What follows belongs to an exercise in optimizing a design on an open flow for small area and a short achievable clock period; a production flow would make more cautious choices. No functional check of the RTL was part of any run shown here. No run shown here takes its clock network from TritonCTS; it comes from the design's own scripts or RTL. The flow treats the clock pin as an ideal source. Dropping or thinning the clock tree relies on that and would not hold on a real chip. No activity file was given, so power comes from the tool's default toggle rates.

## standard.sh

```bash
#!/bin/bash
# synth_recipe.tcl (not shown) runs the flow's synth.tcl, then flattens the netlist and writes it again
# the make line also repeats each setting of config.mk as NAME=value (left out here)
make -C /OpenROAD-flow-scripts/flow DESIGN_CONFIG=/design/flow/config.mk WORK_HOME=/design/flow/orfs CLKGATE_MAP_FILE= SYNTH_SCRIPT=/design/flow/synth_recipe.tcl "${@:-finish}"
```

## config.mk

```make
export PLATFORM = sky130hd
export DESIGN_NAME = can_fd_rx
export DESIGN_NICKNAME = can_fd_rx
export VERILOG_FILES = /design/flow/design.v
export SDC_FILE = /design/flow/constraint.sdc
export NUM_CORES = 4
export LEC_CHECK = 0
export ABC_AREA = 1
export CAP_MARGIN = 20
export CORE_MARGIN = 2
export CORE_UTILIZATION = 40
export PLACE_DENSITY = 0.6
export SETUP_SLACK_MARGIN = 3.0
export SLEW_MARGIN = 20
```

## constraint.sdc

```tcl
create_clock -name core_clock -period 5.0 [get_ports {clk}]
set_input_delay 1.0000 -clock core_clock [delete_from_list [all_inputs] [get_ports {clk}]]
set_output_delay 1.0000 -clock core_clock [all_outputs]
set_load 0.01 [all_outputs]
```

## design.v

```verilog
module can_fd_rx (
    input  wire        clk,
    input  wire        rst,
    input  wire        fd_en,
    input  wire        pex_en,
    input  wire        rx_valid,
    input  wire        rx_bit,
    output reg         ev_hdr,
    output wire [28:0] hdr_ident,
    output reg         hdr_ide,
    output reg         hdr_rtr,
    output reg         hdr_fdf,
    output reg         hdr_brs,
    output reg         hdr_esi,
    output reg  [3:0]  hdr_dlc,
    output reg  [6:0]  hdr_len,
    output reg         ev_word,
    output wire [3:0]  word_idx,
    output wire [31:0] word_data,
    output reg         ev_ack,
    output reg         ev_valid,
    output reg         ev_end,
    output reg         ev_eofdom,
    output reg         ev_pex,
    output reg         ev_err,
    output wire [3:0]  err_kind,
    output wire [4:0]  err_field
);
    localparam [4:0] F_BASE_ID     = 5'h01;
    localparam [4:0] F_RTR_SRR     = 5'h02;
    localparam [4:0] F_IDE         = 5'h03;
    localparam [4:0] F_EXT_ID      = 5'h04;
    localparam [4:0] F_RTR2        = 5'h05;
    localparam [4:0] F_FDF         = 5'h06;
    localparam [4:0] F_RES         = 5'h07;
    localparam [4:0] F_BRS         = 5'h08;
    localparam [4:0] F_ESI         = 5'h09;
    localparam [4:0] F_DLC         = 5'h0A;
    localparam [4:0] F_DATA        = 5'h0B;
    localparam [4:0] F_STUFF_COUNT = 5'h0C;
    localparam [4:0] F_CRC         = 5'h0D;
    localparam [4:0] F_CRC_DELIM   = 5'h0E;
    localparam [4:0] F_ACK         = 5'h0F;
    localparam [4:0] F_ACK_DELIM   = 5'h10;
    localparam [4:0] F_EOF         = 5'h11;
    localparam [2:0] E_STUFF       = 3'h3;
    localparam [2:0] E_FORM        = 3'h4;
    localparam [2:0] E_CRC         = 3'h5;
    localparam [2:0] E_STUFF_COUNT = 3'h6;
    localparam [14:0] POLY15 = 15'h4599;
    localparam [16:0] POLY17 = 17'h1685B;
    localparam [20:0] POLY21 = 21'h102899;
    reg v, b, fe, pe;
    always @(posedge clk) begin
        v  <= rx_valid;
        b  <= rx_bit;
        fe <= fd_en;
        pe <= pex_en;
    end
    reg        active;
    reg [4:0]  cur;         
    reg [8:0]  cnt;         
    reg        fresh;       
    reg [2:0]  run;         
    reg        last;        
    reg        stf;         
    reg [4:0]  sfield;      
    reg [2:0]  stuffc;      
    reg        scerr;       
    reg [14:0] crc15;
    reg [16:0] crc17;
    reg [20:0] crc21;
    reg [31:0] r;           
    reg        lbf;         
    reg [2:0]  ek;          
    assign hdr_ident = r[28:0];
    assign word_data = r;
    assign word_idx  = cnt[8:5];
    assign err_kind  = {1'b0, ek};
    assign err_field = cur;
    wire in_bit = v & active;
    wire dbit   = in_bit & ~stf;         
    wire sbit   = in_bit & stf;          
    wire sof    = v & ~active & ~b;
    wire same   = (b == last);
    wire c_base   = (cur == F_BASE_ID);
    wire c_rtr1   = (cur == F_RTR_SRR);
    wire c_ide    = (cur == F_IDE);
    wire c_ext    = (cur == F_EXT_ID);
    wire c_rtr2   = (cur == F_RTR2);
    wire c_fdf    = (cur == F_FDF);
    wire c_res    = (cur == F_RES);
    wire c_brs    = (cur == F_BRS);
    wire c_esi    = (cur == F_ESI);
    wire c_dlc    = (cur == F_DLC);
    wire c_data   = (cur == F_DATA);
    wire c_sc     = (cur == F_STUFF_COUNT);
    wire c_crc    = (cur == F_CRC);
    wire c_crcdel = (cur == F_CRC_DELIM);
    wire c_ack    = (cur == F_ACK);
    wire c_ackdel = (cur == F_ACK_DELIM);
    wire c_eof    = (cur == F_EOF);
    wire c_msg    = ~cur[4] & ~(cur[3] & cur[2]);    
    wire c_crcs   = c_msg | c_sc | c_crc;            
    wire fd   = hdr_fdf;
    wire dyn  = c_msg | (c_crc & ~fd);
    wire wide = hdr_len[6] | hdr_len[5] | (hdr_len[4] & (hdr_len[3] | hdr_len[2]));
    wire nf        = ~fresh;
    wire i_b10     = nf & (cnt[3:0] == 4'd9);
    wire i_e17     = nf & (cnt[4:0] == 5'd16);
    wire i_m4_3    = nf & (cnt[1:0] == 2'd2);       
    wire i_byte7   = nf & (cnt[2:0] == 3'd6);
    wire i_c14     = nf & (cnt[3:0] == 4'd13);
    wire i_fdcrc   = (cnt[4:0] == (wide ? 5'd23 : 5'd19));
    wire i_eof5    = nf & (cnt[2:0] == 3'd4);
    wire i_eof6    = nf & (cnt[2:0] == 3'd5);
    wire [8:0] cnt1 = fresh ? 9'd0 : cnt + 9'd1;
    wire [1:0] lane = fresh ? 2'd0 : (cnt[2:0] == 3'd7) ? cnt[4:3] + 2'd1 : cnt[4:3];
    wire z15 = (crc15 == 15'd0);
    wire z17 = (crc17 == 17'd0);
    wire z21 = (crc21 == 21'd0);
    wire crc_ok = fd ? (~scerr & (wide ? z21 : z17)) : z15;
    reg sc_exp;
    always @* begin
        if (fresh) sc_exp = stuffc[2];
        else case (cnt[1:0])
            2'd0:    sc_exp = stuffc[2] ^ stuffc[1];
            2'd1:    sc_exp = stuffc[1] ^ stuffc[0];
            default: sc_exp = stuffc[0];
        endcase
    end
    function [6:0] data_len;
        input [3:0] d;
        input       fd;
        input       remote;
        begin
            if (fd) begin
                case (d)
                    4'd9:    data_len = 7'd12;
                    4'd10:   data_len = 7'd16;
                    4'd11:   data_len = 7'd20;
                    4'd12:   data_len = 7'd24;
                    4'd13:   data_len = 7'd32;
                    4'd14:   data_len = 7'd48;
                    4'd15:   data_len = 7'd64;
                    default: data_len = {3'd0, d};
                endcase
            end else if (remote) begin
                data_len = 7'd0;
            end else if (d[3]) begin
                data_len = 7'd8;
            end else begin
                data_len = {3'd0, d};
            end
        end
    endfunction
    wire [3:0] dlc_n = {hdr_dlc[2:0], b};
    wire [6:0] len_n = data_len(dlc_n, fd, hdr_rtr);
    wire       len_z = fd ? (dlc_n == 4'd0) : (hdr_rtr | (dlc_n == 4'd0));
    wire f_dlc    = c_dlc & i_m4_3;
    wire f_data   = c_data & i_byte7 & lbf;
    wire end_data = (f_dlc & len_z) | f_data;
    wire f_sc     = c_sc & i_m4_3;
    wire f_crc    = c_crc & (fd ? i_fdcrc : i_c14);
    wire x_fdf    = c_fdf & b & ~fe;                 
    wire x_res    = c_res & fd & b;                  
    wire x_bad    = x_fdf | x_res;
    wire x_form   = (c_crcdel | c_ackdel | (c_eof & ~i_eof6)) & ~b;
    wire x_crc    = c_ackdel & b & ~crc_ok;
    wire d_pex    = x_bad & pe;
    wire d_err    = (x_bad & ~pe) | x_form | x_crc;
    wire d_eofdom = c_eof & i_eof6 & ~b;
    wire d_end    = c_eof & i_eof6 & b;
    wire d_valid  = c_eof & i_eof5 & b;
    wire d_ack    = c_crcdel & b & crc_ok;
    wire d_hdr    = f_dlc;
    wire d_word   = c_data & i_byte7 & ((cnt[4:3] == 2'd3) | lbf);
    wire d_stop   = d_pex | d_err | d_eofdom | d_end;
    wire s_err    = sbit & same;                     
    reg [4:0] nxt;
    reg       adv;       
    always @* begin
        nxt = cur;
        adv = 1'b0;
        case (cur)
            F_BASE_ID:     begin nxt = F_RTR_SRR; adv = i_b10; end
            F_RTR_SRR:     begin nxt = F_IDE; adv = 1'b1; end
            F_IDE:         begin nxt = b ? F_EXT_ID : F_FDF; adv = 1'b1; end
            F_EXT_ID:      begin nxt = F_RTR2; adv = i_e17; end
            F_RTR2:        begin nxt = F_FDF; adv = 1'b1; end
            F_FDF:         begin nxt = (b | hdr_ide) ? F_RES : F_DLC; adv = ~x_fdf; end
            F_RES:         begin nxt = fd ? F_BRS : F_DLC; adv = ~x_res; end
            F_BRS:         begin nxt = F_ESI; adv = 1'b1; end
            F_ESI:         begin nxt = F_DLC; adv = 1'b1; end
            F_DLC:         begin nxt = len_z ? (fd ? F_STUFF_COUNT : F_CRC) : F_DATA; adv = i_m4_3; end
            F_DATA:        begin nxt = fd ? F_STUFF_COUNT : F_CRC; adv = f_data; end
            F_STUFF_COUNT: begin nxt = F_CRC; adv = i_m4_3; end
            F_CRC:         begin nxt = F_CRC_DELIM; adv = f_crc; end
            F_CRC_DELIM:   begin nxt = F_ACK; adv = b; end
            F_ACK:         begin nxt = F_ACK_DELIM; adv = 1'b1; end
            F_ACK_DELIM:   begin nxt = F_EOF; adv = b & crc_ok; end
            default:       begin nxt = cur; adv = 1'b0; end
        endcase
    end
    integer i;
    always @(posedge clk) begin
        if (rst) begin
            active    <= 1'b0;
            ev_hdr    <= 1'b0;
            ev_word   <= 1'b0;
            ev_ack    <= 1'b0;
            ev_valid  <= 1'b0;
            ev_end    <= 1'b0;
            ev_eofdom <= 1'b0;
            ev_pex    <= 1'b0;
            ev_err    <= 1'b0;
        end else begin
            if (sof)
                active <= 1'b1;
            else if (s_err || (dbit && d_stop))
                active <= 1'b0;
            ev_hdr    <= dbit & d_hdr;
            ev_word   <= dbit & d_word;
            ev_ack    <= dbit & d_ack;
            ev_valid  <= dbit & d_valid;
            ev_end    <= dbit & d_end;
            ev_eofdom <= dbit & d_eofdom;
            ev_pex    <= dbit & d_pex;
            ev_err    <= s_err | (dbit & d_err);
        end
        if (sof) begin
            cur   <= F_BASE_ID;
            fresh <= 1'b1;
        end else if (s_err) begin
            cur   <= sfield;
        end else if (dbit) begin
            if (adv) cur <= nxt;
            fresh <= adv & ~c_sc;
            cnt   <= cnt1;
        end
        if (s_err)
            ek <= E_STUFF;
        else if (dbit)
            ek <= x_crc ? ((fd & scerr) ? E_STUFF_COUNT : E_CRC) : E_FORM;
        if (sof) begin
            run    <= 3'd1;
            last   <= 1'b0;
            stf    <= 1'b0;
            stuffc <= 3'd0;
        end else if (sbit) begin
            run    <= 3'd1;
            last   <= b;
            stf    <= 1'b0;
            if (dyn) stuffc <= stuffc + 3'd1;
        end else if (dbit) begin
            run    <= same ? run + 3'd1 : 3'd1;
            last   <= b;
            stf    <= (end_data & fd) | ((c_sc | c_crc) & fd & i_m4_3) |
                      (dyn & same & (run == 3'd4));
        end
        if (dbit)
            sfield <= (end_data & fd) ? F_STUFF_COUNT : cur;
        lbf <= ({1'b0, cnt[8:3]} + 7'd1 == hdr_len);
        if (!active) begin
            crc15 <= 15'd0;
            crc17 <= POLY17;
            crc21 <= POLY21;
        end else if (in_bit && c_crcs) begin
            if (!stf)
                crc15 <= {crc15[13:0], 1'b0} ^ ((b ^ crc15[14]) ? POLY15 : 15'd0);
            if (!stf || dyn) begin
                crc17 <= {crc17[15:0], 1'b0} ^ ((b ^ crc17[16]) ? POLY17 : 17'd0);
                crc21 <= {crc21[19:0], 1'b0} ^ ((b ^ crc21[20]) ? POLY21 : 21'd0);
            end
        end
        if (dbit && c_sc)
            scerr <= (fresh ? 1'b0 : scerr) | (b ^ sc_exp);
        if (!active)
            r[17:0] <= 18'd0;
        if (dbit && (c_base || c_ext)) begin
            r <= {r[30:0], b};
        end else if (dbit && c_data) begin
            for (i = 0; i < 4; i = i + 1) begin
                if (lane == i[1:0])
                    r[8*i +: 8] <= {r[8*i +: 7], b};
                else if (lane < i[1:0])
                    r[8*i +: 8] <= {r[8*i +: 7], 1'b0};
            end
        end
        if (dbit) begin
            if (c_rtr1 | c_rtr2) hdr_rtr <= b;
            if (c_ide) hdr_ide <= b;
            if (c_fdf) hdr_fdf <= b;
            if (c_brs) hdr_brs <= b;
            if (c_esi) hdr_esi <= b;
            if (c_dlc) hdr_dlc <= dlc_n;
            if (f_dlc) hdr_len <= len_n;
        end
        if (sof) begin
            hdr_brs <= 1'b0;
            hdr_esi <= 1'b0;
        end
    end
endmodule
```

## flow/cts_pre.tcl

```tcl
# Build a balanced two-level clock tree by hand and turn TritonCTS off for
# this step: the clock port drives NL1 first-level buffers, each of them
# drives two leaf buffers, and each leaf buffer drives the flip-flops of one
# cluster (k-means on their placed locations).
set block [ord::get_db_block]
set db [ord::get_db]
set clknet [[$block findBTerm clk] getNet]
set leaf_master [$db findMaster sky130_fd_sc_hd__clkbuf_16]
set l1_master [$db findMaster sky130_fd_sc_hd__clkbuf_8]

set pts {}
foreach it [$clknet getITerms] {
  set inst [$it getInst]
  set box [$inst getBBox]
  lappend pts [list [expr {([$box xMin] + [$box xMax]) / 2.0}] [expr {([$box yMin] + [$box yMax]) / 2.0}] $it]
}
set nsink [llength $pts]
set NL1 [expr {min(4, max(1, int(ceil($nsink / 40.0))))}]
set NB [expr {2 * $NL1}]
puts "manual clock tree: $nsink sinks, $NB leaf buffers, $NL1 first-level buffers"

proc kmeans {pts k iters} {
  set xs {}; set ys {}
  foreach p $pts { lappend xs [lindex $p 0]; lappend ys [lindex $p 1] }
  set minx [tcl::mathfunc::min {*}$xs]; set maxx [tcl::mathfunc::max {*}$xs]
  set miny [tcl::mathfunc::min {*}$ys]; set maxy [tcl::mathfunc::max {*}$ys]
  # start on a grid of k/2 columns and 2 rows (or one row for k < 2)
  set cx {}; set cy {}
  set cols [expr {max(1, $k / 2)}]; set rows [expr {$k / $cols}]
  for {set i 0} {$i < $cols} {incr i} {
    for {set j 0} {$j < $rows} {incr j} {
      lappend cx [expr {$minx + ($i + 0.5) / $cols * ($maxx - $minx)}]
      lappend cy [expr {$miny + ($j + 0.5) / $rows * ($maxy - $miny)}]
    }
  }
  for {set iter 0} {$iter < $iters} {incr iter} {
    set grp [lrepeat $k {}]
    foreach p $pts {
      set best 0; set bd 1e18
      for {set c 0} {$c < $k} {incr c} {
        set dd [expr {abs([lindex $p 0] - [lindex $cx $c]) + abs([lindex $p 1] - [lindex $cy $c])}]
        if {$dd < $bd} { set bd $dd; set best $c }
      }
      lset grp $best [concat [lindex $grp $best] [list $p]]
    }
    for {set c 0} {$c < $k} {incr c} {
      set g [lindex $grp $c]
      if {[llength $g] == 0} continue
      set sx 0; set sy 0
      foreach p $g { set sx [expr {$sx + [lindex $p 0]}]; set sy [expr {$sy + [lindex $p 1]}] }
      lset cx $c [expr {$sx / [llength $g]}]; lset cy $c [expr {$sy / [llength $g]}]
    }
  }
  return [list $grp $cx $cy]
}

proc place_at {inst x y} {
  $inst setLocation [expr {int($x)}] [expr {int($y)}]
  $inst setPlacementStatus PLACED
}

lassign [kmeans $pts $NB 30] grp cx cy

# leaf buffers
set leaves {}
for {set c 0} {$c < $NB} {incr c} {
  set g [lindex $grp $c]
  if {[llength $g] == 0} continue
  set inst [odb::dbInst_create $block $leaf_master "clkleaf_$c"]
  set net [odb::dbNet_create $block "clknet_leaf_$c"]
  $net setSigType CLOCK
  foreach p $g { set it [lindex $p 2]; $it disconnect; $it connect $net }
  [$inst findITerm X] connect $net
  place_at $inst [lindex $cx $c] [lindex $cy $c]
  lappend leaves [list [lindex $cx $c] [lindex $cy $c] $inst]
  puts "  leaf $c: [llength $g] sinks"
}

# first level: cluster the leaf buffers
lassign [kmeans $leaves $NL1 30] lgrp lcx lcy
for {set c 0} {$c < $NL1} {incr c} {
  set g [lindex $lgrp $c]
  if {[llength $g] == 0} continue
  set inst [odb::dbInst_create $block $l1_master "clkl1_$c"]
  set net [odb::dbNet_create $block "clknet_l1_$c"]
  $net setSigType CLOCK
  [$inst findITerm A] connect $clknet
  [$inst findITerm X] connect $net
  foreach p $g { [[lindex $p 2] findITerm A] connect $net }
  place_at $inst [lindex $lcx $c] [lindex $lcy $c]
  puts "  first-level buffer $c: [llength $g] leaf buffers"
}
$clknet setSigType CLOCK

set_propagated_clock [all_clocks]

# the tree is built: CTS itself does nothing in this step
rename clock_tree_synthesis tritoncts_unused
proc clock_tree_synthesis {args} { puts "clock_tree_synthesis skipped: manual clock tree" }
```

## flow/run.sh

```bash
#!/bin/bash
# Standard layout with two changes:
#  - the port buffers are made from the smallest buffer (sky130_fd_sc_hd__buf_1)
#    instead of the resizer's default choice; timing repair still resizes any
#    of them that is on a critical path;
#  - the clock tree is a balanced two-level tree built by flow/cts_pre.tcl
#    (clk -> 4 buffers -> 8 buffers -> flip-flops, sinks clustered by
#    location) in place of TritonCTS's H-tree; the rest of the CTS step
#    (legalization, setup and hold repair) runs as usual.
set -euo pipefail
here=$(pwd)
export BUFFER_PORTS_ARGS="-buffer_cell sky130_fd_sc_hd__buf_1"
export PRE_CTS_TCL="$here/flow/cts_pre.tcl"
bash standard.sh > standard.log 2>&1
```

==> results of run 1 <==
routing by layer:
layer,wire [um],track usage (%),vias up
met5,0,0,-
met4,189,1.83,0
met3,878,1.80,20
met2,8120,29.2,167
met1,8460,25.6,2764
li1,-,-,3017
cell families (layout without fill, tap and decap cells):
kind of cell	after synthesis	in the layout	synth area share (%)
buf+inv	148	223	10.6
xor+xnor	35	35	4.52
flops	147	147	47.4
fa+ha+maj	9	9	1.58
simple gates	393	394	24.1
compound gates	148	151	11.8
other cells	1	1	0.0527
flip-flops by register name (all words and copies together) (netlist names), 4 cells and up:
register,count
sfield,5
r,32
crc17,17
cur,5
hdr_dlc,4
crc21,21
cnt,9
crc15,15
hdr_len,7
power groups by stage:
stage,Combinational (uW),Sequential (uW),Clock [uW]
after detailed placement,238,1320,0
final,291,1300,719
after global routing,324,1300,783
after floorplan,202,1310,0
after global placement,238,1320,0
after CTS,260,1300,735
how the worst max path moves through the flow:
stage	to	slack, ps	cells past startpoint
2_1_floorplan	r[18]	3010	8
3_5_place_dp	crc21[11]	2150	9
4_1_cts	crc15[0]	2950	9
6_report	err_field[4]	3010	1
5_1_grt	cur[4]	2940	14
3_3_place_gp	hdr_len[1]	2180	5
layout by cell type (no fill, tap or decap), drive strengths merged, types with 7 or more instances in the layout:
cell type  instances
nor4               7
xor2              21
nand3             60
nor2             157
nor3              14
a21oi             37
nand2            142
clkbuf            13
edfxtp            43
inv               75
ha                 9
o21ai             87
or2                7
xnor2             14
buf              128
dfxtp            104
through the flow:
step                      instances  hold slack, ps  total power [uW]  setup slack, ps
final                          1185             452              2310             3010
after global routing           1185             481              2410             2940
after CTS                      1163             453              2290             2950
after detailed placement       1141             444              1560             2150
after global placement         1141             440              1560             2180
after floorplan                 881             436              1510             3010
what timing repair did:
| action | 4_1_cts | 5_1_grt |
|---|---|---|
| gates cloned | 5 | 3 |
| buffers inserted | 5 | 19 |
| setup endpoints to repair | 133 | 101 |
| resized for setup | 23 | 49 |
| pin swaps | 3 | 9 |
layout make-up:
| cell class | count | area, um^2 | area share (%) |
|---|---|---|---|
| repair inverters | 2 | 15.0 | 0.185 |
| repair buffers | 130 | 664 | 8.16 |
| well taps | 225 | 282 | 3.46 |
| inverters | 79 | 319 | 3.92 |
| flip-flops and latches | 147 | 3390 | 41.7 |
| multi-input cells | 590 | 3210 | 39.5 |
| plain buffers | 12 | 255 | 3.14 |
worst register-to-register path, cell delays in order (launching register included):
cell	delay, ps
sky130_fd_sc_hd__edfxtp_1	440
sky130_fd_sc_hd__buf_4	170
sky130_fd_sc_hd__ha_4	150
sky130_fd_sc_hd__ha_2	190
sky130_fd_sc_hd__inv_2	60
sky130_fd_sc_hd__o21ai_1	70
sky130_fd_sc_hd__a21oi_2	200
sky130_fd_sc_hd__nor2_2	80
sky130_fd_sc_hd__inv_2	110
sky130_fd_sc_hd__o21ai_4	80
sky130_fd_sc_hd__buf_12	160
sky130_fd_sc_hd__nand2_1	50
sky130_fd_sc_hd__o21ai_1	60
==> reports/metrics.yaml, run 1 <==
run_status: "complete, no violations"
boundaryPins: 104
proportion_of_layout_cells_with_a_drive_suffix_above_1_pct: 13.4
drc: 0
wire_length_of_the_first_global_routing_pass_um: 27100
p_int_uw: 1720
fillers: 1720
avgSynthCellArea_um2: 8.08
totalWireLength_um: 17700
layout.cell_area.non_filler_mm2: 0.00814
drt-initial-drc-count: 440
placedInstanceArea_mm2: 0.00735
power.density_cell_area_mw_per_mm2: 284
power.combinational.fraction_pct: 12.6
synth_top_area_share_pct: 29.2
cell_leakage_power_uw: 0.00317
fin_util_pct: 46.9
worst_pin_slew_ps: 874
synth_most_common_cell: "sky130_fd_sc_hd__nor2_1"
area_of_the_mapped_netlist_mm2: 0.00712
netlist.top_cell.by_area: "sky130_fd_sc_hd__dfxtp_1"
fp.dieArea_mm2: 0.0189
dominantRegCellSynth: "sky130_fd_sc_hd__dfxtp_1"
worstReg2RegEnd: "r[1]"
p_clk_share_pct: 31.2
number_of_global_route_vias_before_repair: 5285
grt_setup_unrepaired: "yes"
holdCritPathClass: "reg -> reg"
wl_per_cell_um: 14.9
holdCritStartpoint: "r[1]"
max-cap-violations: 0
r2r_setup_slack_ps: 3090
synthesis_to_layout_area_growth_pct: 14.3
worst_r2r_startpoint: "cnt[0]"
worst_ep_arrival_time_ps: 990
pin_count_of_the_biggest_net_entering_global_routing: 32
port_buffers: 102
detail_route.vias_per_cell: 5.04
post-route-min-period_ps: 1990
power.net_switching_uw: 589
ys_top_cells_by_count: "147 x sky130_fd_sc_hd__nor2_1, 135 x sky130_fd_sc_hd__nand2_1, 104 x sky130_fd_sc_hd__dfxtp_1"
power.share.switching_pct: 25.5
achievable-frequency_ghz: 0.501
ir_drop_mv: 0.250
nets: 977
path_clk_slew_ps: 90
postSynthCellCount: 881
tns_ps: 0
drt_pass1_iterations: 4
detailedPlacementHpwl_um: 11700
critical_path.startpoint_type: "flop"
rr_worst_depth: 12
worst_path_largest_cell_delay_ps: 510
timing.setup.critical_path_class: "reg -> out"
crit_path_top_delay_cell: "sky130_fd_sc_hd__dfxtp_2"
fp-row-count: 48
chipWidth_um: 137
number_of_antenna_violations_at_the_first_check_in_global_routing: 0
synth_edf_count: 43
synth_async_sr_flop_share_pct: 0
timing.critical_path.fanout_max: 11
synthesis.nets: 896
netlist-cell-type-count: 47
vias: 5968
final_antenna_net_count: 0
worstSetupStartpoint: "cur[4]"
fin_crit_sh_pct: 39.9
antenna-diode-count: 0
cp-end-kind: "output pin"
synth.ff_latch_count: 147
maxSlewViolCount: 0
synthesis.yosys.warnings: 1
grt_overflow: 0
timing.critical_path.cells: "buf_1"
worst_ep_required_time_ps: 4000
hold-path-cell-count: 2
clock_latency_ps: 320
gp_congestion: 0.955
pwr-share-seq_pct: 56.2
worst_path_dominant_cell_family: "flip-flops"
finalSetupViolCount: 0
postCtsHoldBufs: 0
grt.total_usage_pct: 17.6
netlist_top_cells_area: "sky130_fd_sc_hd__dfxtp_1 29%, sky130_fd_sc_hd__edfxtp_1 18%, sky130_fd_sc_hd__nor2_1 7.7%"
start_util_pct: 41.0
worst-path-buf-inv: 1
final-hold-violation-count: 0
fin_clk_skew_ps: 58.3
placeableCoreArea_mm2: 0.0174
die_h_um: 137
maxSlewHeadroom_pct: 41.5
whs_endpoint: "r[2]"
synth.yosys.seq_area_share_pct: 47.4
==> inputs of run 2 (changes only) <==
--- a/design.v
+++ b/design.v
@@ -65,2 +65,3 @@
     reg        last;        
+    reg        dyn;         
     reg        stf;         
@@ -105,3 +106,2 @@
     wire fd   = hdr_fdf;
-    wire dyn  = c_msg | (c_crc & ~fd);
     wire wide = hdr_len[6] | hdr_len[5] | (hdr_len[4] & (hdr_len[3] | hdr_len[2]));
@@ -122,2 +122,3 @@
     wire crc_ok = fd ? (~scerr & (wide ? z21 : z17)) : z15;
+    reg  crc_okr;
     reg sc_exp;
@@ -168,3 +169,3 @@
     wire x_form   = (c_crcdel | c_ackdel | (c_eof & ~i_eof6)) & ~b;
-    wire x_crc    = c_ackdel & b & ~crc_ok;
+    wire x_crc    = c_ackdel & b & ~crc_okr;
     wire d_pex    = x_bad & pe;
@@ -200,3 +201,3 @@
             F_ACK:         begin nxt = F_ACK_DELIM; adv = 1'b1; end
-            F_ACK_DELIM:   begin nxt = F_EOF; adv = b & crc_ok; end
+            F_ACK_DELIM:   begin nxt = F_EOF; adv = b & crc_okr; end
             default:       begin nxt = cur; adv = 1'b0; end
@@ -247,2 +248,3 @@
             last   <= 1'b0;
+            dyn    <= 1'b1;
             stf    <= 1'b0;
@@ -259,2 +261,3 @@
                       (dyn & same & (run == 3'd4));
+            if ((end_data & fd) | (c_crc & ~fd & i_c14)) dyn <= 1'b0;
         end
@@ -263,2 +266,3 @@
         lbf <= ({1'b0, cnt[8:3]} + 7'd1 == hdr_len);
+        crc_okr <= crc_ok;
         if (!active) begin
==> run 2 against run 1 <==
Compared with the run above:
- synthesized cell count up 3.1%
- register-to-register slack worse by 150 ps
- cell count up 2.0%
- critical path depth up 11
- power up 12%
- routed wire length up 2.4%
- sequential power up 5%
- via count up 3.0%
- design area up 0.11%
- sequential share of layout area up 0.42 points
- setup slack worse by 61 ps
- first-iteration DRC count up 2.7%
- largest cell class unchanged
==> reports/metrics.yaml, run 2 <==
run_status: "complete, no violations"
avgSynthCellArea_um2: 7.88
regMostFlops: "r"
biggestRegsByFlops: "r x32, crc21 x21, crc17 x17"
synthesis_to_layout_area_growth_pct: 13.8
maxSlewViolCount: 0
worst_pin_slew_ps: 955
synth_adder_area_share_pct: 1.57
nets: 1001
max-cap-violations: 0
netlist_top_cells_area: "sky130_fd_sc_hd__dfxtp_1 30%, sky130_fd_sc_hd__edfxtp_1 18%, sky130_fd_sc_hd__nand2_1 8.4%"
grt_overflow: 0
final_antenna_net_count: 0
totalWireLength_um: 18100
worst_path_dominant_cell_family: "compound AO/OA/AOI/OAI gates"
final-hold-violation-count: 0
synth_top_area_share_pct: 29.6
worst_ep_required_time_ps: 5220
netlist.top_cell.by_area: "sky130_fd_sc_hd__dfxtp_1"
placed_cells_incl_taps: 1173
synth_async_sr_flop_share_pct: 0
hold-path-cell-count: 0
power.density_cell_area_mw_per_mm2: 318
synth.yosys.seq_area_share_pct: 47.7
placedInstanceArea_mm2: 0.00745
dominantRegCellSynth: "sky130_fd_sc_hd__dfxtp_1"
final-instance-count-excl-fill: 1209
number_of_global_route_vias_before_repair: 5259
chipWidth_um: 138
rr_worst_depth: 12
netlist-cell-type-count: 46
synthesis.yosys.warnings: 1
grt.total_usage_pct: 17.7
worstReg2RegEnd: "r[0]"
synth_most_common_cell: "sky130_fd_sc_hd__nand2_1"
postCtsHoldBufs: 0
detail_route.vias_per_cell: 5.09
start_util_pct: 41.1
timing.critical_path.cells: "ha_2, ha_4, inv_4, o21ai_2, a21oi_2, buf_6, o21ai_4, inv_2, a21oi_4, clkbuf_16, nand2_2, o21ai_1"
pin_count_of_the_biggest_net_entering_global_routing: 53
die_h_um: 138
r2r_setup_slack_ps: 2940
worst-path-buf-inv: 4
grt_setup_unrepaired: "yes"
synthesis.nets: 923
ys_top_cells_by_count: "160 x sky130_fd_sc_hd__nand2_1, 158 x sky130_fd_sc_hd__nor2_1, 106 x sky130_fd_sc_hd__dfxtp_1"
worst_ep_arrival_time_ps: 2280
finalSetupViolCount: 0
tns_ps: 0
cell_leakage_power_uw: 0.00325
placeableCoreArea_mm2: 0.0174
simple_logic_cell_fraction_of_the_synthesized_area_pct: 24.9
detailedPlacementHpwl_um: 12700
fp.dieArea_mm2: 0.0190
fin_clk_skew_ps: 29.7
fin_util_pct: 46.8
gp_congestion: 0.945
antenna-diode-count: 0
fp-row-count: 48
boundaryPins: 104
post-route-min-period_ps: 2060
achievable-frequency_ghz: 0.486
maxSlewHeadroom_pct: 36.1
proportion_of_layout_cells_with_a_drive_suffix_above_1_pct: 11.9
worst_path_largest_cell_delay_ps: 450
clock_latency_ps: 290
holdCritStartpoint: "r[30]"
synth-compound-area-share_pct: 11.9
layout.cell_area.non_filler_mm2: 0.00815
area_of_the_mapped_netlist_mm2: 0.00716
drc: 0
drt-initial-drc-count: 452
largest_register_ff_count: 32
crit_path_top_delay_cell: "sky130_fd_sc_hd__edfxtp_1"
vias: 6150
synth.ff_latch_count: 149
cp-end-kind: "flop"
ir_drop_mv: 0.180
fin_crit_sh_pct: 41.1
port_buffers: 102
most_used_cells_in_the_layout_excluding_fill_and_tap_cells: "149 x sky130_fd_sc_hd__nor2_1, 149 x sky130_fd_sc_hd__nand2_1, 102 x sky130_fd_sc_hd__buf_1, 99 x sky130_fd_sc_hd__dfxtp_1, 72 x sky130_fd_sc_hd__o21ai_0"
timing.setup.critical_path_class: "reg -> reg"
whs_endpoint: "r[31]"
worst_r2r_startpoint: "cnt[0]"
number_of_antenna_violations_at_the_first_check_in_global_routing: 0
synth_edf_count: 43
wire_length_of_the_first_global_routing_pass_um: 27200
path_clk_slew_ps: 80
synth-xor-area-share_pct: 4.39
postSynthCellCount: 908
holdCritPathClass: "reg -> reg"
wl_per_cell_um: 15.0
timing.critical_path.fanout_max: 8
muxShareOfSynthArea_pct: 0.140
drt_pass1_iterations: 5
critical_path.startpoint_type: "flop"
synth_top_family_by_area: "simple AND/OR/NAND/NOR gates"
[run 2: metal layers]
| metal | vias up | share of wire, % | GRT usage [%] |
|---|---|---|---|
| met3 | 25 | 5.0 | 1.80 |
| met2 | 163 | 48 | 29.1 |
| met1 | 2858 | 45 | 25.2 |
| met4 | 0 | 2.2 | 3.80 |
| li1 | 3104 | - | - |
| met5 | - | 0 | 0 |
[run 2: worst max path at each step]
stage	cells past startpoint	to	startpoint	slack, ps
2_1_floorplan	8	r[18]	cnt[0]	3010
3_3_place_gp	7	crc15[3]	v	2300
3_5_place_dp	7	crc15[7]	v	2280
4_1_cts	8	r[22]	cnt[0]	2950
5_1_grt	12	r[0]	cnt[0]	2860
6_report	12	r[0]	cnt[0]	2940
[run 2: worst reg2reg max path, cell delays in order, from the launching register on]
cell and delay, ps:
sky130_fd_sc_hd__edfxtp_1 450, sky130_fd_sc_hd__ha_2 260, sky130_fd_sc_hd__ha_4 160, sky130_fd_sc_hd__inv_4 40
sky130_fd_sc_hd__o21ai_2 140, sky130_fd_sc_hd__a21oi_2 50, sky130_fd_sc_hd__buf_6 140, sky130_fd_sc_hd__o21ai_4 170
sky130_fd_sc_hd__inv_2 80, sky130_fd_sc_hd__a21oi_4 200, sky130_fd_sc_hd__clkbuf_16 210, sky130_fd_sc_hd__nand2_2 40
sky130_fd_sc_hd__o21ai_1 70
[run 2: kinds of logic (layout without fill, tap and decap cells)]
group,Yosys count,count (layout)
AO/OA/AOI/OAI,156,156
XOR/XNOR,35,35
adder cells (fa/ha/maj),9,9
buffers and inverters,138,214
flip-flops,149,149
multiplexers,1,1
other,1,1
AND/OR/NAND/NOR,419,419
[run 2: power by group]
group	total, uW	switching, uW	internal, uW
Combinational	514	344	170
Sequential	1370	67.7	1300
Clock	711	353	359
Total	2590	764	1830
[run 2: timing repair]
item / CTS / global route
setup endpoints to repair: 106 / 96
pin swaps: 2 / 5
buffers inserted: 9 / 13
resized for setup: 16 / 59
hold endpoints to repair: 0 / 0
gates cloned: 0 / 2
[run 2: per-stage QoR]
| step | power, uW | hold WS [ps] | setup slack (ps) |
|---|---|---|---|
| 2_1_floorplan | 1720 | 435 | 3010 |
| 3_3_place_gp | 1840 | 437 | 2300 |
| 3_5_place_dp | 1840 | 438 | 2280 |
| 4_1_cts | 2560 | 452 | 2950 |
| 5_1_grt | 2710 | 464 | 2860 |
| 6_report | 2590 | 450 | 2940 |
[run 2: layout make-up]
cell class	instances	area [um^2]
fill	1803	9270
sequential	149	3430
multi-input combinational	621	3250
timing repair buffer	128	636
inverter	73	292
tap	225	282
buffer	12	255
timing repair inverter	1	7.51
==> inputs of run 3 (changes only) <==
--- a/design.v
+++ b/design.v
@@ -117,3 +117,5 @@
     wire [8:0] cnt1 = fresh ? 9'd0 : cnt + 9'd1;
-    wire [1:0] lane = fresh ? 2'd0 : (cnt[2:0] == 3'd7) ? cnt[4:3] + 2'd1 : cnt[4:3];
+    reg  [2:0] th;
+    wire [3:0] lane_le = {1'b1, th};
+    wire [3:0] lane_eq = {~th[2], th[2] & ~th[1], th[1] & ~th[0], th[0]};
     wire z15 = (crc15 == 15'd0);
@@ -122,3 +124,2 @@
     wire crc_ok = fd ? (~scerr & (wide ? z21 : z17)) : z15;
-    reg  crc_okr;
     reg sc_exp;
@@ -169,3 +170,3 @@
     wire x_form   = (c_crcdel | c_ackdel | (c_eof & ~i_eof6)) & ~b;
-    wire x_crc    = c_ackdel & b & ~crc_okr;
+    wire x_crc    = c_ackdel & b & ~crc_ok;
     wire d_pex    = x_bad & pe;
@@ -201,3 +202,3 @@
             F_ACK:         begin nxt = F_ACK_DELIM; adv = 1'b1; end
-            F_ACK_DELIM:   begin nxt = F_EOF; adv = b & crc_okr; end
+            F_ACK_DELIM:   begin nxt = F_EOF; adv = b & crc_ok; end
             default:       begin nxt = cur; adv = 1'b0; end
@@ -263,2 +264,8 @@
         end
+        if (dbit) begin
+            if (!c_data)
+                th <= 3'b111;
+            else if (i_byte7)
+                th <= (th[2] ? {th[1:0], 1'b0} : 3'b111);
+        end
         if (dbit)
@@ -266,3 +273,2 @@
         lbf <= ({1'b0, cnt[8:3]} + 7'd1 == hdr_len);
-        crc_okr <= crc_ok;
         if (!active) begin
@@ -286,8 +292,5 @@
         end else if (dbit && c_data) begin
-            for (i = 0; i < 4; i = i + 1) begin
-                if (lane == i[1:0])
-                    r[8*i +: 8] <= {r[8*i +: 7], b};
-                else if (lane < i[1:0])
-                    r[8*i +: 8] <= {r[8*i +: 7], 1'b0};
-            end
+            for (i = 0; i < 4; i = i + 1)
+                if (lane_le[i])
+                    r[8*i +: 8] <= {r[8*i +: 7], b & lane_eq[i]};
         end
==> run 3 against run 2 <==
Compared with the run above:
- core utilization decreased by 0.76 points
- cell count decreased by 1.7%
- sequential power about the same
- first-iteration DRC count decreased by 25%
- synthesized cell count decreased by 2.8%
- register-to-register slack improved by 150 ps
- maximum frequency increased by 4.4%
- synthesized area increased by 0.98%
- critical endpoint is now hdr_dlc[0]
- largest cell class unchanged
==> reports/metrics.yaml, run 3 <==
synth_top_area_share_pct: 29.1
finalSetupViolCount: 0
critical_path.startpoint_type: "flop"
synthesis_to_layout_area_growth_pct: 13.6
synthesis.yosys.warnings: 1
proportion_of_layout_cells_with_a_drive_suffix_above_1_pct: 12.9
vias: 5911
wire_length_of_the_first_global_routing_pass_um: 28100
maxSlewViolCount: 0
drt_pass1_iterations: 5
cell_leakage_power_uw: 0.00308
crit_path_top_delay_cell: "sky130_fd_sc_hd__edfxtp_1"
timing.setup.critical_path_class: "reg -> out"
path_clk_slew_ps: 80
netlist-cell-type-count: 48
largest_register_ff_count: 32
final-instance-count-excl-fill: 1189
postSynthCellCount: 883
whs_endpoint: "hdr_esi"
nets: 976
timing.critical_path.cells: "buf_1"
antenna-diode-count: 0
worst_path_largest_cell_delay_ps: 500
chipWidth_um: 138
die_h_um: 138
ir_drop_mv: 0.243
hold-path-cell-count: 2
worst_ep_arrival_time_ps: 970
drt-initial-drc-count: 340
avgSynthCellArea_um2: 8.19
worst_ep_required_time_ps: 4000
synth.yosys.seq_area_share_pct: 48.2
netlist.top_cell.by_area: "sky130_fd_sc_hd__dfxtp_1"
regMostFlops: "r"
timing.critical_path.fanout_max: 6
most_used_cells_in_the_layout_excluding_fill_and_tap_cells: "151 x sky130_fd_sc_hd__nand2_1, 102 x sky130_fd_sc_hd__buf_1, 97 x sky130_fd_sc_hd__dfxtp_1, 82 x sky130_fd_sc_hd__a21oi_1, 78 x sky130_fd_sc_hd__inv_1"
fin_crit_sh_pct: 39.4
cp-end-kind: "output pin"
synth_async_sr_flop_share_pct: 0
netlist_top_cells_area: "sky130_fd_sc_hd__dfxtp_1 29%, sky130_fd_sc_hd__edfxtp_1 19%, sky130_fd_sc_hd__nand2_1 8.2%"
layout.cells.most_common: "sky130_fd_sc_hd__nand2_1"
rr_worst_depth: 11
fp.dieArea_mm2: 0.0192
timing.final.ws_setup_ps: 3030
fp-row-count: 49
grt_setup_unrepaired: "yes"
placed_cells_incl_taps: 1152
clock_latency_ps: 290
worst-path-buf-inv: 1
worstReg2RegEnd: "cur[1]"
maxSlewHeadroom_pct: 39.4
place_ws_ps: 2000
worst_pin_slew_ps: 905
worst_path_dominant_cell_family: "flip-flops"
detail_route.vias_per_cell: 4.97
totalWireLength_um: 17300
number_of_global_route_vias_before_repair: 5462
post-route-min-period_ps: 1970
final-hold-violation-count: 0
area_of_the_mapped_netlist_mm2: 0.00723
r2r_setup_slack_ps: 3090
final_antenna_net_count: 0
detailedPlacementHpwl_um: 11600
grt.total_usage_pct: 17.2
holdCritStartpoint: "hdr_esi"
grt_overflow: 0
achievable-frequency_ghz: 0.508
synth_most_common_cell: "sky130_fd_sc_hd__nand2_1"
worst_r2r_startpoint: "cnt[0]"
holdCritPathClass: "reg -> reg"
start_util_pct: 40.5
multi_input_area_mm2: 0.00317
synth.ff_latch_count: 151
critical_path_depth: 1
dominantRegCellSynth: "sky130_fd_sc_hd__dfxtp_1"
pin_count_of_the_biggest_net_entering_global_routing: 32
port_buffers: 102
power.density_cell_area_mw_per_mm2: 307
tns_ps: 0
drc: 0
synth_edf_count: 46
boundaryPins: 104
max-cap-violations: 0
ys_top_cells_by_count: "157 x sky130_fd_sc_hd__nand2_1, 105 x sky130_fd_sc_hd__dfxtp_1, 83 x sky130_fd_sc_hd__a21oi_1, 83 x sky130_fd_sc_hd__inv_1, 82 x sky130_fd_sc_hd__nor2_1"
fillers: 1787
placeableCoreArea_mm2: 0.0178
layout.area.seq_mm2: 0.00350
fin_clk_skew_ps: 16.6
gp_congestion: 0.935
number_of_antenna_violations_at_the_first_check_in_global_routing: 0
run_status: "complete, no violations"
biggestRegsByFlops: "r x32, crc21 x21, crc17 x17"
synthesis.nets: 897
wl_per_cell_um: 14.6
holdWs_ps: 455
-- run 3: changes by cell type after synthesis, sizes merged, moves of 8 or more --
cell / before / now
inv: 70 / 96
nor4: 14 / 5
xnor2: 17 / 8
nor2: 164 / 93
xor2: 18 / 26
a21oi: 50 / 83
-- run 3: how the worst max path moves through the flow --
stage               startpoint          to
floorplan               active  hdr_len[0]
global placement        active   crc21[19]
detailed placement      active   crc21[16]
CTS                     cur[1]      cur[0]
global route            cnt[0]       scerr
finish              hdr_dlc[0]  hdr_dlc[0]
-- run 3: per-stage QoR --
| stage | instance area (um^2) | util [%] | total power, uW |
|---|---|---|---|
| 4_1_cts | 7950 | 44.6 | 2490 |
| 3_5_place_dp | 7510 | 42.1 | 1750 |
| 6_report | 8210 | 46.0 | 2520 |
| 5_1_grt | 8210 | 46.0 | 2640 |
| 2_1_floorplan | 7240 | - | 1670 |
| 3_3_place_gp | 7510 | 42.1 | 1760 |
-- run 3: where the power goes --
group	switching (uW)	total (uW)	internal (uW)
sequential	51.4	1360	1310
clock	366	725	359
combinational	292	432	140
-- run 3: kinds of logic (layout without fill, tap and decap cells) --
| group | Yosys count | in the layout | synth area share [%] |
|---|---|---|---|
| other | 1 | 1 | 0.0519 |
| AO/OA/AOI/OAI | 193 | 193 | 14.4 |
| flip-flops | 151 | 151 | 48.2 |
| XOR/XNOR | 34 | 34 | 4.59 |
| adder cells (fa/ha/maj) | 8 | 8 | 1.38 |
| AND/OR/NAND/NOR | 336 | 340 | 20.5 |
| buffers and inverters | 160 | 233 | 10.8 |
-- run 3: area by class of cell --
class | count | area share [%]
Buffer | 12 | 3.11
Inverter | 96 | 4.54
Multi-Input combinational cell | 576 | 38.6
Sequential cell | 151 | 42.7
Tap cell | 229 | 3.49
Timing Repair Buffer | 124 | 7.53
Timing Repair inverter | 1 | 0.0610
-- run 3: tightest hold or removal path, cell delays in order, from the launching register on --
cell,delay (ps)
sky130_fd_sc_hd__dfxtp_1,320
sky130_fd_sc_hd__inv_1,50
sky130_fd_sc_hd__a21oi_1,50
-- run 3: layer usage --
layer | vias to the layer above | track usage, % | wire, um
li1 | 3034 | - | -
met1 | 2719 | 24.3 | 8180
met4 | 0 | 3.28 | 283
met5 | - | 0 | 0
met3 | 23 | 1.56 | 673
met2 | 135 | 29.0 | 8210
-- run 3: what timing repair did --
action | in CTS | in global routing
gates resized for setup | 19 | 41
setup endpoints to repair | 147 | 84
setup buffers | 6 | 13
pin swaps | 4 | 5
hold buffers | 0 | 0
gates cloned | 4 | 2
==> inputs of run 4 (changes only) <==
--- a/config.mk
+++ b/config.mk
@@ -12,3 +12,3 @@
 export PLACE_DENSITY = 0.6
-export SETUP_SLACK_MARGIN = 3.0
+export SETUP_SLACK_MARGIN = 3.1
 export SLEW_MARGIN = 20
==> run 4 against run 3 <==
Compared with the run above:
- cell count grew 1.1%
- core utilization grew 1.3 points
- largest cell class unchanged
- first-iteration DRC count grew 37%
- via count grew 2.4%
- hold slack lost 2.1 ps
- highest routed layer unchanged
- clock skew grew 7.0 ps
- design area grew 2.8%
- routed wire length grew 4.2%
- still clean on timing, DRC and antenna
- maximum frequency is essentially flat
- synthesized cell count is the same
==> reports/metrics.yaml, run 4 <==
worst_r2r_startpoint: "cnt[1]"
antenna-diode-count: 0
netlist-cell-type-count: 48
totalWireLength_um: 18100
worst-path-buf-inv: 1
maxSlewViolCount: 0
final-hold-violation-count: 0
synth_top_area_share_pct: 29.1
drt_pass1_iterations: 5
path_clk_slew_ps: 80
die_h_um: 138
proportion_of_layout_cells_with_a_drive_suffix_above_1_pct: 17.0
detailedPlacementHpwl_um: 11900
synthesis.yosys.warnings: 1
boundaryPins: 104
synth.ff_latch_count: 151
worst_ep_required_time_ps: 4000
start_util_pct: 40.5
grt_overflow: 0
drt-initial-drc-count: 467
timing.critical_path.cells: "buf_1"
gp_congestion: 0.954
placeableCoreArea_mm2: 0.0178
fin_util_pct: 47.3
grt.total_usage_pct: 17.8
area_of_the_mapped_netlist_mm2: 0.00723
port_buffers: 102
pwr-share-seq_pct: 53.1
largest_register_ff_count: 32
drc: 0
maxSlewHeadroom_pct: 36.5
postCtsHoldBufs: 0
synth_edf_count: 46
grt_setup_unrepaired: "yes"
holdCritPathClass: "reg -> reg"
cell_leakage_power_uw: 0.00323
fin_clk_skew_ps: 23.6
worst_pin_slew_ps: 949
netlist_top_cells_area: "sky130_fd_sc_hd__dfxtp_1 29%, sky130_fd_sc_hd__edfxtp_1 19%, sky130_fd_sc_hd__nand2_1 8.2%"
regMostFlops: "r"
power.density_cell_area_mw_per_mm2: 303
final_antenna_net_count: 0
synthesis_to_layout_area_growth_pct: 16.7
number_of_global_route_vias_before_repair: 5530
power.net_switching_uw: 722
wire_length_of_the_first_global_routing_pass_um: 28800
postSynthCellCount: 883
most_used_cells_in_the_layout_excluding_fill_and_tap_cells: "148 x sky130_fd_sc_hd__nand2_1, 97 x sky130_fd_sc_hd__dfxtp_1, 90 x sky130_fd_sc_hd__buf_1, 82 x sky130_fd_sc_hd__a21oi_1, 77 x sky130_fd_sc_hd__inv_1"
synth_most_common_cell: "sky130_fd_sc_hd__nand2_1"
ys_top_cells_by_count: "157 x sky130_fd_sc_hd__nand2_1, 105 x sky130_fd_sc_hd__dfxtp_1, 83 x sky130_fd_sc_hd__a21oi_1, 83 x sky130_fd_sc_hd__inv_1, 82 x sky130_fd_sc_hd__nor2_1"
worst_path_largest_cell_delay_ps: 500
rr_worst_depth: 14
crit_path_end: "hdr_fdf"
chipWidth_um: 138
fillers: 1751
netlist.top_cell.by_area: "sky130_fd_sc_hd__dfxtp_1"
placed_cells_incl_taps: 1152
post-route-min-period_ps: 1970
avgSynthCellArea_um2: 8.19
worst_path_dominant_cell_family: "flip-flops"
crit_path_top_delay_cell: "sky130_fd_sc_hd__edfxtp_1"
ir_drop_mv: 0.233
holdCritStartpoint: "hdr_esi"
layout.cells.most_common: "sky130_fd_sc_hd__nand2_1"
nets: 989
power.combinational.fraction_pct: 18.9
number_of_antenna_violations_at_the_first_check_in_global_routing: 0
finalSetupViolCount: 0
worst_ep_arrival_time_ps: 970
achievable-frequency_ghz: 0.508
biggestRegsByFlops: "r x32, crc21 x21, crc17 x17"
fin_crit_sh_pct: 39.4
synthesis.nets: 897
p_int_uw: 1830
run_status: "complete, no violations"
critical_path_depth: 1
wl_per_cell_um: 15.0
clock_latency_ps: 290
fp-row-count: 49
dominantRegCellSynth: "sky130_fd_sc_hd__dfxtp_1"
detail_route.vias_per_cell: 5.03
synth_async_sr_flop_share_pct: 0
vias: 6051
cp-end-kind: "output pin"
power.share.switching_pct: 28.3
worstReg2RegEnd: "cur[4]"
timing.critical_path.fanout_max: 4
pin_count_of_the_biggest_net_entering_global_routing: 54
worstSetupStartpoint: "hdr_fdf"
final-instance-count-excl-fill: 1202
tns_ps: 0
timing.setup.critical_path_class: "reg -> out"
critical_path.startpoint_type: "flop"
p_clk_share_pct: 28.0
max-cap-violations: 0
fp.dieArea_mm2: 0.0192
synth.yosys.seq_area_share_pct: 48.2
r2r_setup_slack_ps: 3060
## run 4: power by group through the flow
stage	Combinational [uW]	Sequential (uW)	Clock, uW
CTS	423	1360	745
global placement	379	1380	0
finish	483	1360	715
floorplan	289	1380	0
global route	528	1370	793
detailed placement	375	1380	0
## run 4: kinds of logic (layout without fill, tap and decap cells)
| kind of cell | after synthesis | count (layout) | share of synthesized area [%] |
|---|---|---|---|
| AO/OA/AOI/OAI | 193 | 193 | 14.4 |
| XOR/XNOR | 34 | 34 | 4.59 |
| adder cells (fa/ha/maj) | 8 | 8 | 1.38 |
| buffers and inverters | 160 | 246 | 10.8 |
| flip-flops | 151 | 151 | 48.2 |
| other | 1 | 1 | 0.0519 |
| AND/OR/NAND/NOR | 336 | 340 | 20.5 |
## run 4: worst min-delay path by stage
stage	to	slack (ps)	cells after the start
2_1_floorplan	crc15[1]	430	2
3_3_place_gp	r[31]	440	0
3_5_place_dp	r[31]	440	0
4_1_cts	hdr_esi	460	2
5_1_grt	r[31]	470	0
6_report	hdr_esi	450	2
## run 4: metal layers
layer / track usage [%] / share of wire [%] / up-vias
li1: - / - / 3075
met1: 24.3 / 46 / 2781
met2: 30.4 / 48 / 169
met3: 1.66 / 4.5 / 26
met4: 4.51 / 2.2 / 0
met5: 0 / 0 / -
## run 4: what timing repair did
action / 4_1_cts / 5_1_grt
endpoints found under the setup margin: 130 / 90
pin swaps: 7 / 16
cloned: 5 / 0
gates resized for setup: 45 / 56
setup buffers: 19 / 14
## run 4: layout make-up
cell class	instances	area (um^2)	area share (%)
flip-flops and latches	151	3510	41.6
multi-input cells	576	3280	38.8
repair buffers	138	738	8.75
inverters	96	372	4.40
well taps	229	287	3.40
plain buffers	12	255	3.03
## run 4: worst register-to-register path, stage by stage (launching register included)
cell and delay [ps]:
sky130_fd_sc_hd__edfxtp_1 420, sky130_fd_sc_hd__inv_2 140, sky130_fd_sc_hd__ha_4 200, sky130_fd_sc_hd__nand2_4 70, sky130_fd_sc_hd__nor3_4 220, sky130_fd_sc_hd__nand2_1 100, sky130_fd_sc_hd__nand2_1 90, sky130_fd_sc_hd__nor2_2 40
sky130_fd_sc_hd__nand2_2 60, sky130_fd_sc_hd__nor2_4 60, sky130_fd_sc_hd__buf_12 120, sky130_fd_sc_hd__nand3_4 90, sky130_fd_sc_hd__nand3_1 80, sky130_fd_sc_hd__nand2_1 80, sky130_fd_sc_hd__nor2_1 40
## run 4: per-stage QoR
| stage | power, uW | hold WS [ps] | setup slack [ps] | area [um^2] |
|---|---|---|---|---|
| after detailed placement | 1760 | 441 | 2410 | 7520 |
| after CTS | 2520 | 455 | 3050 | 8140 |
| final | 2560 | 453 | 3030 | 8440 |
| after global placement | 1760 | 437 | 2430 | 7520 |
| after global routing | 2690 | 470 | 2940 | 8440 |
| after floorplan | 1670 | 434 | 3220 | 7240 |
==> inputs of run 5 (changes only) <==
--- a/design.v
+++ b/design.v
@@ -10,7 +10,7 @@
     output reg         hdr_ide,
-    output reg         hdr_rtr,
+    output wire        hdr_rtr,
     output reg         hdr_fdf,
-    output reg         hdr_brs,
-    output reg         hdr_esi,
-    output reg  [3:0]  hdr_dlc,
+    output wire        hdr_brs,
+    output wire        hdr_esi,
+    output wire [3:0]  hdr_dlc,
     output reg  [6:0]  hdr_len,
@@ -75,7 +75,10 @@
     reg        lbf;         
-    reg [2:0]  ek;          
     assign hdr_ident = r[28:0];
+    assign hdr_rtr   = r[31];
+    assign hdr_esi   = r[30];
+    assign hdr_brs   = r[29];
+    assign hdr_dlc   = cnt[8:5];
     assign word_data = r;
     assign word_idx  = cnt[8:5];
-    assign err_kind  = {1'b0, ek};
+    assign err_kind  = {1'b0, hdr_len[2:0]};
     assign err_field = cur;
@@ -117,5 +120,3 @@
     wire [8:0] cnt1 = fresh ? 9'd0 : cnt + 9'd1;
-    reg  [2:0] th;
-    wire [3:0] lane_le = {1'b1, th};
-    wire [3:0] lane_eq = {~th[2], th[2] & ~th[1], th[1] & ~th[0], th[0]};
+    wire [1:0] lane = fresh ? 2'd0 : (cnt[2:0] == 3'd7) ? cnt[4:3] + 2'd1 : cnt[4:3];
     wire z15 = (crc15 == 15'd0);
@@ -158,3 +159,3 @@
     endfunction
-    wire [3:0] dlc_n = {hdr_dlc[2:0], b};
+    wire [3:0] dlc_n = {cnt[7:5], b};
     wire [6:0] len_n = data_len(dlc_n, fd, hdr_rtr);
@@ -240,8 +241,10 @@
             fresh <= adv & ~c_sc;
-            cnt   <= cnt1;
+            cnt   <= c_dlc ? {dlc_n, cnt1[4:0]} : cnt1;
         end
         if (s_err)
-            ek <= E_STUFF;
-        else if (dbit)
-            ek <= x_crc ? ((fd & scerr) ? E_STUFF_COUNT : E_CRC) : E_FORM;
+            hdr_len[2:0] <= E_STUFF;
+        else if (dbit && d_err)
+            hdr_len[2:0] <= x_crc ? ((fd & scerr) ? E_STUFF_COUNT : E_CRC) : E_FORM;
+        else if (dbit && f_dlc)
+            hdr_len <= len_n;
         if (sof) begin
@@ -264,8 +267,2 @@
         end
-        if (dbit) begin
-            if (!c_data)
-                th <= 3'b111;
-            else if (i_byte7)
-                th <= (th[2] ? {th[1:0], 1'b0} : 3'b111);
-        end
         if (dbit)
@@ -287,23 +284,22 @@
             scerr <= (fresh ? 1'b0 : scerr) | (b ^ sc_exp);
-        if (!active)
-            r[17:0] <= 18'd0;
+        if (!active) begin
+            r[17:0]  <= 18'd0;
+            r[30:29] <= 2'd0;
+        end
+        if (dbit && (c_rtr1 || c_rtr2)) r[31] <= b;
+        if (dbit && c_esi) r[30] <= b;
+        if (dbit && c_brs) r[29] <= b;
         if (dbit && (c_base || c_ext)) begin
-            r <= {r[30:0], b};
+            r[28:0] <= {r[27:0], b};
         end else if (dbit && c_data) begin
-            for (i = 0; i < 4; i = i + 1)
-                if (lane_le[i])
-                    r[8*i +: 8] <= {r[8*i +: 7], b & lane_eq[i]};
+            for (i = 0; i < 4; i = i + 1) begin
+                if (lane == i[1:0])
+                    r[8*i +: 8] <= {r[8*i +: 7], b};
+                else if (lane < i[1:0])
+                    r[8*i +: 8] <= {r[8*i +: 7], 1'b0};
+            end
         end
         if (dbit) begin
-            if (c_rtr1 | c_rtr2) hdr_rtr <= b;
             if (c_ide) hdr_ide <= b;
             if (c_fdf) hdr_fdf <= b;
-            if (c_brs) hdr_brs <= b;
-            if (c_esi) hdr_esi <= b;
-            if (c_dlc) hdr_dlc <= dlc_n;
-            if (f_dlc) hdr_len <= len_n;
-        end
-        if (sof) begin
-            hdr_brs <= 1'b0;
-            hdr_esi <= 1'b0;
         end
--- a/config.mk
+++ b/config.mk
@@ -12,3 +12,3 @@
 export PLACE_DENSITY = 0.6
-export SETUP_SLACK_MARGIN = 3.1
+export SETUP_SLACK_MARGIN = 3.0
 export SLEW_MARGIN = 20
==> run 5 against run 4 <==
Compared with the run above:
- flip-flop and latch count decreased by 13
- power decreased by 0.44%
- critical path depth increased by 13
- combinational power increased by 16%
- first-iteration DRC count increased by 4.3%
- maximum frequency decreased by 1.7%
- clock power decreased by 2.9%
- via count increased by 0.89%
- register-to-register slack got worse by 60 ps
- global-route usage increased by 0.92 points
- clock skew increased by 4.4 ps
- largest power group unchanged
- hold slack improved by 15 ps
==> reports/metrics.yaml, run 5 <==
critical_path.startpoint_type: "flop"
most_used_cells_in_the_layout_excluding_fill_and_tap_cells: "180 x sky130_fd_sc_hd__nand2_1, 102 x sky130_fd_sc_hd__buf_1, 97 x sky130_fd_sc_hd__dfxtp_1, 94 x sky130_fd_sc_hd__nor2_1, 75 x sky130_fd_sc_hd__a21oi_1"
fp.dieArea_mm2: 0.0183
pwr-share-seq_pct: 50.7
netlist.top_cell.by_area: "sky130_fd_sc_hd__dfxtp_1"
largest_register_ff_count: 32
detail_route.vias_per_cell: 5.05
totalWireLength_um: 18000
synthesis.yosys.warnings: 1
detailedPlacementHpwl_um: 12600
holdCritPathClass: "reg -> reg"
final-hold-violation-count: 0
placeableCoreArea_mm2: 0.0171
synthesis_to_layout_area_growth_pct: 14.9
whs_endpoint: "crc15[12]"
die_h_um: 135
maxSlewViolCount: 0
number_of_global_route_vias_before_repair: 5398
fin_util_pct: 46.5
ys_top_cells_by_count: "189 x sky130_fd_sc_hd__nand2_1, 106 x sky130_fd_sc_hd__dfxtp_1, 102 x sky130_fd_sc_hd__nor2_1"
timing.setup.critical_path_class: "reg -> reg"
dominantRegCellSynth: "sky130_fd_sc_hd__dfxtp_1"
port_buffers: 102
number_of_antenna_violations_at_the_first_check_in_global_routing: 0
worst_r2r_startpoint: "cnt[0]"
area_of_the_mapped_netlist_mm2: 0.00690
pin_count_of_the_biggest_net_entering_global_routing: 41
layout.cells.most_common: "sky130_fd_sc_hd__nand2_1"
drt_pass1_iterations: 6
rr_worst_depth: 14
synth_top_area_share_pct: 30.8
run_status: "complete, no violations"
finalSetupViolCount: 0
placedInstanceArea_mm2: 0.00713
nets: 1000
timing.critical_path.fanout_max: 6
p_int_uw: 1750
antenna-diode-count: 0
p_clk_share_pct: 27.3
synthesis.nets: 918
ir_drop_mv: 0.265
cell_leakage_power_uw: 0.00309
grt_overflow: 0
achievable-frequency_ghz: 0.499
worst_pin_slew_ps: 808
avgSynthCellArea_um2: 7.64
path_clk_slew_ps: 80
netlist-cell-type-count: 39
biggestRegsByFlops: "r x32, crc21 x21, crc17 x17"
gp_congestion: 0.916
drt-initial-drc-count: 487
wire_length_of_the_first_global_routing_pass_um: 28100
drc: 0
final_antenna_net_count: 0
worst_ep_required_time_ps: 5180
synth_async_sr_flop_share_pct: 0
grt.total_usage_pct: 18.7
worst_ep_arrival_time_ps: 2180
tns_ps: 0
max-cap-violations: 0
post-route-min-period_ps: 2000
hold-path-cell-count: 2
synth_edf_count: 32
clock_latency_ps: 290
netlist_top_cells_area: "sky130_fd_sc_hd__dfxtp_1 31%, sky130_fd_sc_hd__edfxtp_1 14%, sky130_fd_sc_hd__nand2_1 10%"
worstReg2RegEnd: "cur[1]"
vias: 6105
power.total_uw: 2550
holdCritStartpoint: "crc15[12]"
r2r_setup_slack_ps: 3000
layout.cell_area.non_filler_mm2: 0.00793
power.share.switching_pct: 31.2
maxSlewHeadroom_pct: 45.9
proportion_of_layout_cells_with_a_drive_suffix_above_1_pct: 13.3
wl_per_cell_um: 14.9
fin_clk_skew_ps: 27.9
synth.ff_latch_count: 138
synth.yosys.seq_area_share_pct: 44.7
regMostFlops: "r"
fin_crit_sh_pct: 40.0
postCtsHoldBufs: 0
cp-end-kind: "flop"
chipWidth_um: 135
fp-row-count: 48
boundaryPins: 104
grt_setup_unrepaired: "yes"
power.net_switching_uw: 795
synth_most_common_cell: "sky130_fd_sc_hd__nand2_1"
power.density_cell_area_mw_per_mm2: 321
power.combinational.fraction_pct: 22.0
postSynthCellCount: 903
start_util_pct: 40.4
==> run 5: worst max-delay path by stage <==
stage / from / end / slack, ps
2_1_floorplan: cnt[0] / r[18] / 3110
3_3_place_gp: active / r[0] / 2290
3_5_place_dp: active / r[0] / 2250
4_1_cts: cnt[0] / r[0] / 2990
5_1_grt: cnt[0] / cur[2] / 2860
6_report: cnt[0] / cur[1] / 3000
==> run 5: final cells by class <==
class	instances	area, um^2
tap	225	282
fill	1750	9130
timing repair buffer	141	724
buffer	12	255
sequential	138	3100
multi-input combinational	608	3230
inverter	84	335
==> run 5: through the flow <==
stage | cells | hold WS (ps) | setup slack, ps
2_1_floorplan | 903 | 433 | 3110
3_3_place_gp | 1160 | 445 | 2290
3_5_place_dp | 1160 | 449 | 2250
4_1_cts | 1184 | 461 | 2990
5_1_grt | 1208 | 483 | 2860
6_report | 1208 | 468 | 3000
==> run 5: per-layer routing <==
layer / GRT usage [%] / vias to the layer above / part of all wire [%]
met5: 0 / - / 0
met4: 3.01 / 0 / 1.3
met3: 2.24 / 17 / 6.1
met2: 30.5 / 192 / 45
met1: 27.1 / 2837 / 48
li1: - / 3059 / -
==> run 5: worst max-delay path, stage by stage (launching register included) <==
cell,delay (ps)
sky130_fd_sc_hd__edfxtp_1,430
sky130_fd_sc_hd__inv_2,70
sky130_fd_sc_hd__ha_1,200
sky130_fd_sc_hd__inv_2,70
sky130_fd_sc_hd__nor2_4,50
sky130_fd_sc_hd__nand4_1,180
sky130_fd_sc_hd__nand2_1,70
sky130_fd_sc_hd__nor2_1,120
sky130_fd_sc_hd__nand2_1,80
sky130_fd_sc_hd__nor2_2,190
sky130_fd_sc_hd__nand3_4,150
sky130_fd_sc_hd__nand2_4,120
sky130_fd_sc_hd__nand2_2,40
sky130_fd_sc_hd__nand2_1,50
sky130_fd_sc_hd__nor2_1,50
==> run 5: cells by family after synthesis <==
| family | share of synthesized area [%] |
|---|---|
| mux | 0.145 |
| fa+ha+maj | 1.63 |
| buf+inv | 11.2 |
| other cells | 0.0544 |
| flops | 44.7 |
| compound gates | 11.2 |
| simple gates | 26.0 |
| xor+xnor | 5.03 |
==> run 5: timing repair <==
action	4_1_cts	5_1_grt
gates cloned	2	0
endpoints found under the setup margin	135	76
pin swaps	4	14
hold endpoints to repair	0	0
gates resized for setup	41	35
buffers inserted	10	24
==> run 5: power groups by stage <==
stage                     Sequential (uW)  Combinational, uW  Clock, uW
after floorplan                      1290                376          0
after global placement               1310                488          0
after detailed placement             1310                483          0
after CTS                            1290                513        716
after global routing                 1300                622        757
final                                1290                561        694

re-timing with driven ports:
No port has a modelled driver above. Below, the same layouts with a new extraction and two added sets of constraints.
Step 1 assumes that a clkbuf_16 drives the clock port and a buf_2 every other input.
Step 2 times the ports against the registers' clock, not the clock port: input delays grow and output delays shrink by t, the midpoint of the rising clock arrivals with the driver on.
Three values: ideal ports, drivers, drivers and shift; two values: the first two.
| run | t, ns | setup WS [ns] | hold slack, ns | clock arrival spread, ns | cell pins on the clock port's net |
|---|---|---|---|---|---|
| run 1 | 0.372 | 3.006 / 2.929 / 3.092 | 0.452 / 0.452 / 0.452 | 0.058 / 0.059 | 4 |
| run 2 | 0.358 | 2.944 / 2.945 / 2.945 | 0.450 / 0.450 / 0.450 | 0.029 / 0.029 | 4 |
| run 3 | 0.359 | 3.031 / 2.958 / 3.092 | 0.455 / 0.455 / 0.455 | 0.016 / 0.017 | 4 |
| run 4 | 0.348 | 3.032 / 2.963 / 3.050 | 0.453 / 0.453 / 0.453 | 0.023 / 0.024 | 4 |
| run 5 | 0.353 | 2.998 / 2.961 / 2.998 | 0.468 / 0.468 / 0.468 | 0.028 / 0.028 | 4 |
After both steps setup and hold are still met in every run listed.
